From an optimization exercise on the open Yosys and OpenROAD flow, aimed at small area; shortcuts taken in it are not production practice. The RTL was checked by simulation tests, not by an equivalence proof against the original design. No activity file was given, so power comes from the tool's default toggle rates.

[design/flow/design.v]
`default_nettype none
module scl_pulse (
    input  wire        clk,
    input  wire        rst,               
    input  wire [16:0] cfg_const,         
    input  wire        cfg_test,          
    input  wire [15:0] cfg_tick_len,      
    input  wire        tick,              
    input  wire [47:0] e_uj,              
    output reg         pls,               
    output wire [31:0] backlog,           
    output reg         bklg_evt           
);
    localparam [29:0] KD = 30'd439453125;    
    reg  [7:0]  cnt;
    wire        ph_mul  = (cnt >= 8'd56)  && (cnt <= 8'd103);
    wire        ph_div  = (cnt >= 8'd104) && (cnt <= 8'd127);
    wire        ph_tot  = (cnt >= 8'd128) && (cnt <= 8'd182);   
    wire        ph_rot  = (cnt >= 8'd128) && (cnt <= 8'd235);   
    wire        lo_on   = (cnt <= 8'd159);            
    wire        rh_mul  = (cnt >= 8'd56)  && (cnt <= 8'd80);    
    wire        rh_ld   = (cnt >= 8'd128) && (cnt <= 8'd152);   
    wire        q_on    = (cnt <= 8'd151);            
    wire        n_on    = (cnt <= 8'd135);            
    wire        s_on    = (cnt >= 8'd160);            
    wire [2:0]  kb      = cnt[2:0];                   
    wire        idle    = (cnt == 8'd236);
    wire        w_go    = (cnt == 8'd215);            
    reg  [65:0] z;
    reg  [24:0] rh;           
    reg         rz;           
    reg  [31:0] t_lo;         
    reg  [22:0] t_hi;         
    reg         tz;           
    reg         tz_p;         
    reg         c1, b2;       
    reg         sat;          
    reg         sat_w;        
    wire [7:0]  n_max = cfg_test ? 8'd200 : 8'd4;
    wire        cin   = rh[0] & ~rz & rh_mul;
    wire [18:0] m_s   = {1'b0, z[65:48]} + (z[0] ? {2'b0, cfg_const} : 19'd0) + {1'b0, cin, 17'd0};
    wire [29:0] d_v   = z[65:36];
    wire [30:0] d_sub = {1'b0, d_v} - {1'b0, KD};
    wire        d_ge  = ~d_sub[30];
    wire [28:0] d_r   = d_ge ? d_sub[28:0] : d_v[28:0];
    wire        t_b   = (lo_on ? t_lo[cnt[4:0]] : t_hi[0]) & ~tz;
    wire        q_b   = z[0] & q_on;
    wire        s1    = t_b ^ q_b ^ c1;
    wire        c1_n  = (t_b & q_b) | (c1 & (t_b ^ q_b));
    wire        n_b   = n_on & n_max[kb];
    wire        y     = s1 ^ n_b ^ b2;
    wire        b2_n  = (~s1 & (n_b | b2)) | (n_b & b2);
    always @(posedge clk) begin
        if (tick) begin
            z[47:0]  <= e_uj;
            z[65]    <= 1'b0;
            if (rz)
                z[64:48] <= 17'd0;
        end else if (ph_mul)
            z <= {m_s[18:1], m_s[0], z[47:1]};
        else if (ph_div)
            z <= {d_r, z[35:0], d_ge};
        else if (ph_rot)
            z <= {z[0], z[65:42], (ph_tot && lo_on) ? y : z[41], z[40:1]};
        else begin
            z[47:0] <= z[48:1];
            z[65]   <= z[0];
        end
        if (rh_mul || rh_ld)
            rh <= {z[41], rh[24:1]};
        if (ph_tot && !lo_on)
            t_hi <= {y, t_hi[22:1]};
        if (ph_tot) begin
            c1 <= c1_n;
            b2 <= b2_n;
        end else begin
            c1 <= 1'b0;
            b2 <= 1'b0;
        end
        if (tick || rst)
            sat <= 1'b0;
        else if (ph_tot && s_on && s1)
            sat <= 1'b1;
        if (cnt == 8'd182)
            tz_p <= b2_n;
        if (w_go)
            t_lo <= z[51:20];                         
        if (rst) begin
            cnt   <= 8'd236;
            rz    <= 1'b1;
            tz    <= 1'b1;
            sat_w <= 1'b0;
        end else begin
            if (tick)
                cnt <= 8'd56;
            else if (!idle)
                cnt <= cnt + 8'd1;
            if (cnt == 8'd235)
                rz <= 1'b0;
            if (w_go) begin
                tz    <= tz_p;
                sat_w <= sat;
            end
        end
    end
    wire [7:0]  y_lo  = z[29:22];                    
    wire [4:0]  n_hi  = y_lo[7:3] + 5'b11001;
    wire [7:0]  n_new = !tz_p    ? n_max :
                        cfg_test ? {n_hi, y_lo[2:0]} : {6'd0, y_lo[1:0]};
    assign backlog = sat_w ? {24'hFFFFFF, ~n_max} : ({32{~tz}} & t_lo);
    reg  [7:0]  win_n;        
    reg  [7:0]  left;         
    reg  [16:0] dacc;
    reg  [14:0] wc;
    wire        start  = (left != 8'd0) && !dacc[16];
    wire [8:0]  da_p   = dacc[7:0] + win_n + {7'd0, start};
    wire [16:0] da_h   = start ? {1'b1, ~cfg_tick_len} : {dacc[16:8], 8'd0};
    wire [16:0] da_n   = da_h + {8'd0, da_p};
    wire [7:0]  w_h    = (cfg_test && win_n > 8'd4) ? win_n : 8'd5;
    wire [14:0] wc_b   = start ? cfg_tick_len[15:1] : wc;
    wire [15:0] wc_n   = {1'b0, wc_b} - {8'd0, w_h};
    always @(posedge clk) begin
        wc <= wc_n[14:0];
        if (cnt == 8'd213) begin
            win_n <= n_new;
            dacc  <= 17'h1FFFF;
        end else begin
            dacc  <= da_n;
        end
        if (rst) begin
            left     <= 8'd0;
            pls      <= 1'b0;
            bklg_evt <= 1'b0;
        end else begin
            if (cnt == 8'd214)
                left <= win_n;
            else if (start)
                left <= left - 8'd1;
            pls <= start | (pls & ~wc_n[15]);
            if (w_go)
                bklg_evt <= bklg_evt | sat;
        end
    end
endmodule
`default_nettype wire
[design/flow/constraint.sdc]
create_clock -name core_clock -period 20.0 [get_ports {clk}]
set_input_delay 4.0000 -clock core_clock [delete_from_list [all_inputs] [get_ports {clk}]]
set_output_delay 4.0000 -clock core_clock [all_outputs]
set_load 0.01 [all_outputs]
[design/flow/config.mk]
export PLATFORM = sky130hd
export DESIGN_NAME = scl_pulse
export DESIGN_NICKNAME = scl_pulse
export VERILOG_FILES = /design/flow/design.v
export SDC_FILE = /design/flow/constraint.sdc
export NUM_CORES = 4
export LEC_CHECK = 0
export CAP_MARGIN = 20
export CORE_MARGIN = 2
export CORE_UTILIZATION = 50
export SLEW_MARGIN = 20
[design/flow/flow/abc.script]
strash
&get -n
&deepsyn -T 20
&put
dch -f
amap
topo
[design/flow/flow/run.sh]
#!/bin/bash
# Own layout flow: the standard ORFS flow (standard.sh) with
#  - synthesis: the standard synthesis script, but ABC maps with an area
#    oriented script (flow/abc.script) and Yosys's full-adder extraction is
#    off; registers, their names and cell types are as in the standard one;
#  - every port still gets a buffer, of the smallest buffer cell;
#  - clock tree synthesis without dummy loads and with smaller buffers.
# Each make run writes its full output to a log file in the work folder.
set -euo pipefail
W=$(pwd)
F=$W/flow
cat > $W/own_synth.tcl <<EOT
proc abc {args} {
  set i [lsearch -exact \$args -script]
  if {\$i >= 0} { lset args [expr {\$i + 1}] $F/abc.script }
  yosys abc {*}\$args
}
source $W/synth_recipe.tcl
EOT
CTS="-sink_clustering_enable -repair_clock_nets -dont_use_dummy_load -buf_list sky130_fd_sc_hd__clkbuf_4 -sink_clustering_size 10 -sink_clustering_max_diameter 60"
bash standard.sh SYNTH_SCRIPT=$W/own_synth.tcl ADDER_MAP_FILE= \
  "BUFFER_PORTS_ARGS=-buffer_cell sky130_fd_sc_hd__buf_1" \
  "CTS_ARGS=$CTS" finish > $W/make_finish.log 2>&1
[design/flow/standard.sh]
#!/bin/bash
# synth_recipe.tcl (not shown) runs the flow's synth.tcl, then flattens the netlist and writes it again
# the make line also repeats each setting of config.mk as NAME=value (left out here)
make -C /OpenROAD-flow-scripts/flow DESIGN_CONFIG=/design/flow/config.mk WORK_HOME=/design/flow/orfs CLKGATE_MAP_FILE= SYNTH_SCRIPT=/design/flow/synth_recipe.tcl "${@:-finish}"
==> impl_metrics.json <==
{
  "outcome": "finished clean",
  "fillers": 1803,
  "holdWs_ps": 413.0,
  "wl_per_cell_um": 15.23,
  "min_period_ps": 9699,
  "yosysWarnings": 1,
  "vdd_drop_max_v": 0.00004336,
  "end_kind": "register",
  "p_int_w": 0.0006844,
  "clock_path_buffers": 3,
  "seqPwrFrac_pct": 54.2,
  "die-area_mm2": 0.02036,
  "grt_max_degree": 52,
  "die_w_um": 142.7,
  "power_leakage_nw": 3.651,
  "synth_top_cell_by_area": "edfxtp_1",
  "ff_latch_area_mm2": 0.005285,
  "synth_common_cells": "nor2_1 (252), clkinv_1 (135), o21ai_0 (121), edfxtp_1 (106), dfxtp_1 (105)",
  "async_flop_share_pct": 0,
  "maxSlewViolCount": 0,
  "drt_iter0_markers": 370,
  "cts_resized": 0,
  "cts.hold.buffers_added": 0,
  "antenna_left": 0,
  "max_freq_mhz": 103.1,
  "met3_usage_pct": 3.588,
  "dpl.hpwl_mm": 16.08,
  "rows": 50,
  "multi_input_area_mm2": 0.003856,
  "synth_area_leaders": "edfxtp_1 (33%), dfxtp_1 (22%), nor2_1 (9.8%)",
  "coreArea_mm2": 0.01877,
  "areaGrowthSynthToFinish_pct": 10.71,
  "clkLatencyLatePin_ps": 620,
  "synth_ff_type": "edfxtp_1",
  "skew_ps": 45.55,
  "yosysTopAreaCellShare_pct": 33.09,
  "viasPerCell": 5.535,
  "layout-drive-gt1-share_pct": 3.098,
  "cts_setup_buffers": 0,
  "slowest_stage": "or3_1",
  "layout_setup_ws_ps": 10300,
  "swShare_pct": 33.05,
  "globalRouteOverflowTotal": 0,
  "p_per_area_mw_per_mm2": 96.00,
  "finalSetupViolCount": 0,
  "htreeDepth": 1,
  "crit_path_start_kind": "primary input",
  "gp_congestion": 0.8607,
  "rsz0062_at_grt": "no",
  "syn_area_per_cell_um2": 8.697,
  "hold_viol": 0,
  "cts_made_buffers": 25,
  "path_clk_slew_ps": 110,
  "worst_slew_pin_slew_ps": 997.4,
  "path_max_fanout": 3,
  "synth_edf_count": 106,
  "num_vias": 8270,
  "drt_wl_total_mm": 22.75,
  "total_power_w": 0.001022,
  "grtUsageMet1_pct": 31.99,
  "relSlewSlack_pct": 32.80,
  "slowest_delay_ps": 380,
  "syn_inst": 1106,
  "p_clk_share_pct": 18.5,
  "tritoncts": "yes",
  "grt_pass1_vias": 7678,
  "syn_area_mm2": 0.009619,
  "worstSetupPathType": "in -> reg",
  "placed_cell_area_mm2": 0.01046,
  "initial_utilization_pct": 51.25,
  "fin_crit_sh_pct": 48.49,
  "fin_area_mm2": 0.01065,
  "power_frac_comb_pct": 27.4,
  "min_path_type": "reg -> reg",
  "dr.pass1.iters": 5,
  "post-place-ws_ps": 9748,
  "die_y_um": 142.7,
  "setup_tns_ps": 0,
  "ys_types": 38,
  "io_buffers": 118,
  "drv_cap": 0,
  "synth-seq-area-share_pct": 54.94,
  "met2_usage_pct": 36.49,
  "synth_fp_nets": 1191,
  "ys_ff_latch": 211,
  "busiest_layer": "met2",
  "p_sw_w": 0.0003378,
  "gr-usage-all-layers_pct": 22.44,
  "yosysMostFrequentCell": "nor2_1",
  "antenna_found_initial": 1,
  "nNetsFinal": 1346,
  "required_ps": 20390,
  "grt_pass1_wl_mm": 36.94,
  "arrival_ps": 10090,
  "ios": 119,
  "cts_sinks": 211,
  "drc": 0,
  "crit_top_cell": "nor2_1",
  "cts-root-buf": "clkbuf_4"
}
-- final timing paths --
check	cells past startpoint	slack, ps	to	from
setup / recovery	36	10300	z[63]$_SDFFCE_PP0P_	cfg_const[0]
hold / removal	0	410	t_hi[21]$_DFFE_PP_	t_hi[22]$_DFFE_PP_
setup reg to reg	35	13180	z[63]$_SDFFCE_PP0P_	z[48]$_SDFFCE_PP0P_
hold reg to reg	0	410	t_hi[21]$_DFFE_PP_	t_hi[22]$_DFFE_PP_
-- power by group through the flow --
stage               registers [W]  clock network [W]  logic [W]
global route             0.000561           0.000213   0.000325
finish                   0.000554           0.000189   0.000280
global placement         0.000562                  0   0.000274
floorplan                0.000552                  0   0.000223
detailed placement       0.000563                  0   0.000280
CTS                      0.000553           0.000198   0.000282
-- layer usage --
layer	routed length (µm)	vias to the layer above
met2	10150	213
met5	0	-
li1	-	4275
met1	11000	3747
met3	1206	35
met4	389	0
-- cells by family (layout without fill, tap and decap cells) --
family	after synthesis	in the layout	synth area share, %
other	0	1	0
AND/OR/NAND/NOR	412	412	17.87
AO/OA/AOI/OAI	348	348	21.92
buffers and inverters	135	288	5.268
flip-flops	211	211	54.94
-- worst max-delay path: cells and delay by family --
| family | cells | cell delay (ps) |
|---|---|---|
| buf+inv | 2 | 120 |
| simple gates | 28 | 4800 |
| compound gates | 6 | 1160 |
-- flip-flops by register name, indices dropped and copies added, names as in the netlist, 8 cells and up --
signal  flops
win_n       8
wc         15
dacc       17
rh         25
t_lo       32
cnt         8
z          66
left        8
t_hi       23
-- placed cells by master, fill, tap and decap left out, drive strengths merged, types with 5 or more instances in the layout --
cell,netlist,layout
edfxtp,106,106
buf,0,128
a21oi,68,68
and2,8,8
nand2,69,69
clkbuf,0,25
nand3,5,5
a2111oi,7,7
a31oi,9,9
o21a,17,17
o211ai,14,14
a211oi,8,8
clkinv,135,135
dfxtp,105,105
nor4,11,11
or2,7,7
o22ai,60,60
a22oi,10,10
nor2b,9,9
nor2,252,252
o32ai,10,10
nor3,42,42
o21ai,121,121
-- through the flow --
| stage | util, % | std cells |
|---|---|---|
| after floorplan | - | 1106 |
| after global placement | 55.72 | 1468 |
| final | 56.74 | 1494 |
| after detailed placement | 55.72 | 1468 |
| after global routing | 56.74 | 1494 |
| after CTS | 56.72 | 1493 |
-- cell type report --
cell class	instances	share of cell area (%)
clock buffers	25	1.762
flip-flops and latches	211	49.63
diodes	1	0.02350
multi-input cells	760	36.21
inverters	135	4.759
well taps	234	2.749
repair buffers	128	4.864

[afterwards: timing with drivers on the ports]
No port has a modelled driver above. Below, the same layout with a new extraction and two added sets of constraints. Step 1: set_driving_cell puts a clkbuf_16 on clk and a buf_2 on each other input, an assumption about the parent block. Step 2, shift: input delay + t, output delay - t, t = (earliest + latest rising clock arrival at the registers) / 2. This alone moves slack from input paths to output paths. a / b / c = ideal ports / drivers / drivers and shift; a / b = the first two.
t, ns: 0.645
slack for setup (ns): 10.301 / 10.323 / 9.677
worst data-port slew with drivers (ns): 0.04
After both steps this run still meets setup and hold. The setup slack of this run moves by +0.022 ns with the drivers and by -0.624 ns with both steps.
